Source: an optimization exercise on an open RTL-to-GDS flow (aim: small area and a short achievable clock period). Production flows keep margins and buffers that such runs may drop. RTL that was checked went through simulation tests only; none was proved equivalent to the original. No activity file was given, so power comes from the tool's default toggle rates.

==> exp/harbor <==
## wa_readout
module wa_readout (
    input  wire         clk,
    input  wire         rst_n,
    input  wire         in_valid,
    input  wire [191:0] in_value,      
    input  wire [31:0]  in_wrap,       
    input  wire [4:0]   in_flags,      
    input  wire [3:0]   in_fmt,        
    input  wire [7:0]   in_shift,      
    input  wire         in_sr,         
    input  wire [23:0]  in_rand,       
    input  wire         in_ovf_inf,    
    output reg          out_valid,
    output reg  [31:0]  out_code,      
    output reg  [2:0]   out_fstat      
);
    wire c_nan  = in_flags[0] | (in_flags[1] & in_flags[2]);
    wire c_inf  = in_flags[1] | in_flags[2];
    wire c_sat  = c_inf | (|in_wrap);
    wire c_sneg = c_inf ? ~in_flags[1] : in_wrap[31];
    reg         a_valid;
    reg [191:0] a_v;
    reg [7:0]   a_shift;
    reg [2:0]   a_fmt;       
    reg         a_sr;
    reg [23:0]  a_rand;      
    reg         a_ovf_inf;
    reg         a_nan, a_sat, a_sneg, a_inx;
    always @(posedge clk) begin
        if (!rst_n)
            a_valid <= 1'b0;
        else
            a_valid <= in_valid;
        a_v       <= in_value;
        a_shift   <= in_shift;
        a_fmt     <= in_fmt[2:0];
        a_sr      <= in_sr;
        a_rand    <= in_rand ^ {24{~in_value[191]}};
        a_ovf_inf <= in_ovf_inf;
        a_nan     <= c_nan;
        a_sat     <= c_sat;
        a_sneg    <= c_sneg;
        a_inx     <= in_flags[4];
    end
    wire        s = a_v[191];
    wire        w_any;
    wire [7:0]  w_lead;
    wa_readout_lzd u_lzd (
  ...
Settings: LEC_CHECK=0, CAP_MARGIN=20, CORE_MARGIN=2, CORE_UTILIZATION=45, SLEW_MARGIN=20, SYNTH_HIERARCHICAL=1; clock period 28.0 ns.
standard.sh (not shown) runs the stock make flow with config.mk's settings and CLKGATE_MAP_FILE= SYNTH_SCRIPT=/design/flow/synth_recipe.tcl, a recipe that flattens the netlist after the stock synthesis.
==> flow/flow/run.sh <==
#!/bin/bash
# Layout flow: the standard flow with
#  - synthesis as the standard flow's, but ABC mapping for area only (flow/synth.tcl);
#  - single-drive buffers on the ports;
#  - a clock tree of fewer, larger sink clusters without dummy loads.
set -euo pipefail
export WA_FLOW_DIR="$PWD/flow"
bash standard.sh \
    "SYNTH_SCRIPT=$PWD/flow/synth.tcl" \
    SETUP_SLACK_MARGIN=21.3 \
    "BUFFER_PORTS_ARGS=-buffer_cell sky130_fd_sc_hd__buf_1" \
    "CTS_ARGS=-sink_clustering_enable -repair_clock_nets -dont_use_dummy_load -sink_clustering_size 25 -sink_clustering_max_diameter 150 -buf_list {sky130_fd_sc_hd__clkbuf_8 sky130_fd_sc_hd__clkbuf_16}" \
    finish > standard.log 2>&1
==> flow/flow/abc_area_min.script <==
&get -n
&st
&dch
&nf -a
&put
topo
==> flow/flow/synth.tcl <==
# The standard synthesis (synth_recipe.tcl), with one change: ABC maps for
# least area and leaves buffering and sizing to OpenROAD's repair steps.
proc synth {args} { yosys synth -nofsm -noshare {*}$args }
proc abc {args} {
  set i [lsearch $args -script]
  if {$i >= 0} { lset args [expr {$i + 1}] $::env(WA_FLOW_DIR)/abc_area_min.script }
  yosys abc {*}$args
}
source $::env(SCRIPTS_DIR)/synth.tcl
# left out here: clear keep_hierarchy, flatten, clean up, hide names made inside functions, write 1_2_yosys.v
==> inputs of exp/cedar, as changes to exp/harbor <==
--- a/flow/design.v
+++ b/flow/design.v
@@ -64,21 +64,27 @@
         .a(s6[118:32]), .b(s6[86:0]), .s(rsh[5]), .sn(rshn[5]), .y(s5_n));
     wa_readout_muxrow #(.N(71)) u_r4 (
         .a(s5_n[86:16]), .b(s5_n[70:0]), .s(rsh[4]), .sn(rshn[4]), .y(s4));
     wa_readout_muxrow #(.N(63)) u_r3 (
         .a(s4[70:8]), .b(s4[62:0]), .s(rsh[3]), .sn(rshn[3]), .y(part_n));
-    assign sticky = (rsh[7] & (|s8[127:0]))    |
-                    (rsh[6] & ~(&s7_n[63:0]))  |
-                    (rsh[5] & (|s6[31:0]))     |
-                    (rsh[4] & ~(&s5_n[15:0]))  |
-                    (rsh[3] & (|s4[7:0]));
+    wire [31:0] below;
+    genvar j;
+    generate
+        for (j = 0; j < 32; j = j + 1) begin : pb
+            if (j == 0) begin : z
+                assign below[j] = 1'b0;
+            end else begin : o
+                assign below[j] = |s8[8*j-1:0];
+            end
+        end
+    endgenerate
+    assign sticky = below[rsh[7:3]];
 endmodule
 module wa_readout_pos (
     input  wire [2:0] fmt,
     input  wire [7:0] shift,
     input  wire [7:0] lead,
-    input  wire       zero,       
     output wire [7:0] rsh,
     output wire [7:0] rshn,       
     output wire [7:0] e_field,    
     output wire       pre_ovf     
 );
@@ -118,18 +124,19 @@
     wire [10:0] cn = carries10({2'b00, lead}, {2'b00, c_norm});
     wire [7:0] rsh_norm = lead ^ c_norm ^ cn[7:0];
     wire [7:0] rsh_sub  = c_sub + {shift[7], ~shift[6:0]};    
     assign rsh  = subn ? rsh_sub : rsh_norm;
     assign rshn = ~rsh;
-    assign e_field = (subn | zero) ? 8'd0 : e[7:0];
+    assign e_field = subn ? 8'd0 : e[7:0];
 endmodule
 module wa_readout_conv (
     input  wire [62:0] part_n,    
     input  wire [2:0]  rsh,
     input  wire [2:0]  rshn,      
     input  wire        stk_hi,
     input  wire        s,
+    input  wire        zero,
     input  wire [7:0]  e_field,
     input  wire        pre_ovf,
     input  wire [2:0]  fmt,
     input  wire        sr,
     input  wire [23:0] rnd_x,
@@ -173,95 +180,83 @@
     wire        z   = ~|f[22:0];
     wire ru_rne = s ? (sticky ? ~f23 : ((~f23 & ~z) | (f23 & z & np0)))
                     : (f23 & (np0 | ~z | sticky));
     wire ru_sr  = s ^ cout24(f, rnd_x, s & sticky);    
     wire inc    = (cin & ~f23 & z) | (sr ? ru_sr : ru_rne);
-    wire [23:0] np = n[23:0] ^ {24{s}};            
-    wire [7:0]  e1 = e_field + 8'd1;
     reg         is_int;
-    reg  [31:0] p;
-    reg         hid;         
-    reg  [7:0]  ein;         
-    always @* begin
-        is_int = 1'b0;
-        case (fmt)
-            3'd0:    hid = np[23];
-            3'd1:    hid = np[7];
-            3'd2:    hid = np[10];
-            3'd3:    hid = np[3];
-            3'd4:    hid = np[2];
-            default: hid = 1'b0;
-        endcase
-        ein = hid ? e1 : e_field;
-        case (fmt)
-            3'd0:    p = {1'b0, ein, np[22:0]};
-            3'd1:    p = {17'd0, ein, np[6:0]};
-            3'd2:    p = {17'd0, ein[4:0], np[9:0]};
-            3'd3:    p = {25'd0, ein[3:0], np[2:0]};
-            3'd4:    p = {25'd0, ein[4:0], np[1:0]};
-            default: begin p = n; is_int = 1'b1; end
-        endcase
-    end
-    wire        c = inc ^ (s & is_int);
-    wire [32:0] p_run;
+    wire        flip = s & ~is_int;
+    wire [31:0] w    = n ^ {32{flip}};
+    wire        c    = inc ^ (s & is_int);
+    wire [32:0] w_run;
     genvar j;
     generate
         for (j = 0; j <= 32; j = j + 1) begin : run
             if (j == 0) begin : z0
-                assign p_run[j] = 1'b1;
+                assign w_run[j] = 1'b1;
             end else begin : o
-                assign p_run[j] = &p[j-1:0];
+                assign w_run[j] = &w[j-1:0];
             end
         end
     endgenerate
-    wire [32:0] t    = {1'b0, p} ^ (p_run & {33{c}});
-    wire        sign = s & ((|np) | inc);
-    reg  fp_top;      
+    wire [32:0] t  = {1'b0, w} ^ (w_run & {33{c}});
+    wire [24:0] nr = t[24:0];
+    wire [23:0] np = w[23:0];
+    reg  [1:0]  q2;           
+    reg         top;          
+    reg         e4m3_max;
     always @* begin
+        is_int   = 1'b0;
+        e4m3_max = 1'b0;
         case (fmt)
-            3'd0:    fp_top = &t[30:23];
-            3'd1:    fp_top = &t[14:7];
-            3'd2:    fp_top = &t[14:10];
-            3'd3:    fp_top = (&t[6:0]) | t[7];
-            default: fp_top = &t[6:2];
+            3'd0:    begin q2 = nr[24:23]; top = (e_field == 8'd253); end
+            3'd1:    begin q2 = nr[8:7];   top = (e_field == 8'd253); end
+            3'd2:    begin q2 = nr[11:10]; top = (e_field == 8'd29);  end
+            3'd3:    begin q2 = nr[4:3];   top = (e_field == 8'd14);
+                           e4m3_max = (e_field == 8'd14) & (&nr[3:0]); end
+            3'd4:    begin q2 = nr[3:2];   top = (e_field == 8'd29);  end
+            default: begin q2 = 2'd0;      top = 1'b0; is_int = 1'b1; end
         endcase
     end
-    wire fp_ovf   = pre_ovf | fp_top;
+    wire [7:0] e_p1 = e_field + 8'd1;
+    wire [7:0] e_p2 = e_field + 8'd2;
+    wire [7:0] ex   = q2[1] ? e_p2 : (q2[0] ? e_p1 : e_field);
+    wire       sign = s & ((|np) | inc);
+    wire fp_ovf   = pre_ovf | (top & q2[1]) | e4m3_max;
     wire i8_ovf   = s ? (~t[32] & ~(&t[31:7])) : (|t[32:7]);
     wire i32_ovf  = s ? (~t[32] & ~t[31])      : (t[32] | t[31]);
     wire ovf      = is_int ? (pre_ovf | ((fmt == 3'd5) ? i8_ovf : i32_ovf)) : fp_ovf;
     reg [31:0] val;
     reg [31:0] nan_code;
     reg [31:0] sat_pos, sat_neg;
     always @* begin
         case (fmt)
             3'd0: begin
-                val      = {sign, t[30:0]};
+                val      = {sign, ex, nr[22:0]};
                 nan_code = 32'h7FC0_0000;
                 sat_pos  = ovf_inf ? 32'h7F80_0000 : 32'h7F7F_FFFF;
                 sat_neg  = sat_pos | 32'h8000_0000;
             end
             3'd1: begin
-                val      = {16'd0, sign, t[14:0]};
+                val      = {16'd0, sign, ex, nr[6:0]};
                 nan_code = 32'h7FC0;
                 sat_pos  = ovf_inf ? 32'h7F80 : 32'h7F7F;
                 sat_neg  = sat_pos | 32'h8000;
             end
             3'd2: begin
-                val      = {16'd0, sign, t[14:0]};
+                val      = {16'd0, sign, ex[4:0], nr[9:0]};
                 nan_code = 32'h7E00;
                 sat_pos  = ovf_inf ? 32'h7C00 : 32'h7BFF;
                 sat_neg  = sat_pos | 32'h8000;
             end
             3'd3: begin
-                val      = {24'd0, sign, t[6:0]};
+                val      = {24'd0, sign, ex[3:0], nr[2:0]};
                 nan_code = 32'h7F;
                 sat_pos  = 32'h7E;
                 sat_neg  = 32'hFE;
             end
             3'd4: begin
-                val      = {24'd0, sign, t[6:0]};
+                val      = {24'd0, sign, ex[4:0], nr[1:0]};
                 nan_code = 32'h7E;
                 sat_pos  = ovf_inf ? 32'h7C : 32'h7B;
                 sat_neg  = sat_pos | 32'h80;
             end
             3'd5: begin
@@ -283,10 +278,12 @@
         ovf_flag = 1'b0;
         inv_flag = 1'b0;
         if (nan) begin
             code     = nan_code;
             inv_flag = 1'b1;
+        end else if (zero) begin
+            code     = 32'd0;
         end else if (ovf) begin
             code     = s ? sat_neg : sat_pos;
             ovf_flag = 1'b1;
         end else begin
             code     = val;
@@ -345,18 +342,16 @@
         .x    (a_v[191:1] ^ a_v[190:0]),
         .any  (w_any),
         .lead (w_lead)
     );
     wire [7:0] w_rsh, w_rshn;
-    wire       w_zero = ~(w_any | s);    
     wire [7:0] e_field;
     wire       pre_ovf;
     wa_readout_pos u_pos (
         .fmt     (a_fmt),
         .shift   (a_shift),
         .lead    (w_lead),
-        .zero    (w_zero),
         .rsh     (w_rsh),
         .rshn    (w_rshn),
         .e_field (e_field),
         .pre_ovf (pre_ovf)
     );
@@ -372,10 +367,11 @@
     reg         b_valid;
     reg [62:0]  b_part_n;
     reg [2:0]   b_rsh, b_rshn;
     reg         b_stk;
     reg         b_s;
+    reg         b_zero;
     reg [7:0]   b_e;
     reg         b_pre_ovf;
     reg [2:0]   b_fmt;
     reg         b_sr;
     reg [23:0]  b_rand;
@@ -389,12 +385,13 @@
         b_part_n  <= w_part_n;
         b_rsh     <= w_rsh[2:0];
         b_rshn    <= w_rshn[2:0];
         b_stk     <= w_stk;
         b_s       <= a_sat ? a_sneg : s;
+        b_zero    <= ~(w_any | s | a_sat);
         b_e       <= e_field;
-        b_pre_ovf <= (pre_ovf & ~w_zero) | a_sat;
+        b_pre_ovf <= pre_ovf | a_sat;
         b_fmt     <= a_fmt;
         b_sr      <= a_sr;
         b_rand    <= a_rand;
         b_ovf_inf <= a_ovf_inf;
         b_nan     <= a_nan;
@@ -406,10 +403,11 @@
         .part_n  (b_part_n),
         .rsh     (b_rsh),
         .rshn    (b_rshn),
         .stk_hi  (b_stk),
         .s       (b_s),
+        .zero    (b_zero),
         .e_field (b_e),
         .pre_ovf (b_pre_ovf),
         .fmt     (b_fmt),
         .sr      (b_sr),
         .rnd_x   (b_rand),
Settings changed: CORE_UTILIZATION 45 to 55, PLACE_DENSITY from default to 0.7.
==> comparison <==
exp/harbor completed without violations. exp/cedar completed without violations. In register-to-register slack, exp/harbor and exp/cedar hardly differ. Of exp/cedar and exp/harbor, exp/cedar has the higher utilization (gap 8.1 points). Of exp/cedar and exp/harbor, exp/harbor has the higher combinational power (gap about 6%, measured against exp/harbor). Between exp/cedar and exp/harbor, the lower global-route usage is in exp/harbor (gap 4.6 points). Cell area: exp/harbor is higher than exp/cedar (about 5.6%). Sequential power: exp/cedar is larger than exp/harbor (about 1%). Against exp/harbor, the first-iteration DRC count of exp/cedar is larger by 20%. In clock-buffer cell count, exp/cedar and exp/harbor do not differ. Against exp/cedar, the sequential share of layout area of exp/harbor is lower by 1.7 points. In exp/harbor the worst hold slack is better than in exp/cedar, by 0.0047 ns. Fmax is about the same in exp/cedar and exp/harbor.
==> figures <==
metric                                                                      exp/cedar  exp/harbor
Via count of the first global-routing pass                                      20440       20556
Clock network area share                                                       0.0195      0.0185
Arrival time worst endpoint                                                   7.06 ns     1.04 ns
Fraction of area in non-clock buffers                                          0.0676      0.0819
Final worst setup slack                                                      21.37 ns    21.36 ns
Relative contribution of sequential cells to total power                        0.299       0.285
Share of synthesized area spent on multiplexers                                0.0106      0.0208
Minimum setup slack among reg-to-reg paths                                   21.37 ns    21.38 ns
Run status                                                   timing/DRC/antenna clean  timing/DRC/antenna clean
WHS Endpoint                                                                b_ovf_inf   b_rand[8]
Number of iterations in the first detailed-routing pass                             9           5
Power share of the clock group                                                  0.115       0.112
Net count reported at finish                                                     3154        3163
Slew at the pin closest to its max-slew limit                                0.897 ns     1.29 ns
Inst Count DP                                                                    3312        3359
Total length of routed met2 wires                                            35300 um    39200 um
Fillers                                                                          3370        4265
Met1 layer wirelength in the final routing                                   30600 um    34600 um
IR Drop Worst-Case VDD                                                        66.8 uV     66.8 uV
HPWL after detailed placement                                                59100 um    62500 um
Portion of the clock cycle consumed by the worst path in the final layout       0.237       0.237
Post-synthesis share of cell area spent on xor and xnor gates                   0.128       0.128
Total standard cell area after synthesis                                   21000 um^2  20800 um^2
For exp/harbor, only the layout was checked, not whether the RTL still works.

-- what the ideal ports hide --
The flow's constraints put no driver on any port. The routed layouts listed below were extracted and timed again, unchanged, in two steps.
Step 1 (the two cells are an assumption about what drives the block):
set clk [get_ports {clk}]
set_driving_cell -lib_cell sky130_fd_sc_hd__clkbuf_16 $clk
set_driving_cell -lib_cell sky130_fd_sc_hd__buf_2 [delete_from_list [all_inputs] $clk]
Step 2, shift: input delay + t, output delay - t, t = (earliest + latest rising clock arrival at the registers) / 2. This alone moves slack from input paths to output paths.
a / b / c = no drivers / after step 1 / after step 2; a / b = the first two.
| run | t (ns) | slack for setup (ns) | hold slack, ns | worst setup path at the end | pins driven straight from the clock port |
|---|---|---|---|---|---|
| exp/harbor | 0.609 | 21.360 / 21.294 / 21.262 | 0.334 / 0.334 / 0.334 | input to register | 1 |
| exp/cedar | 0.581 | 21.368 / 21.309 / 21.278 | 0.329 / 0.329 / 0.329 | input to register | 1 |
After both steps setup and hold are still met in every run listed. For exp/harbor, which loses most, drivers alone change the setup slack by -0.066 ns; drivers and shift together by -0.098 ns.
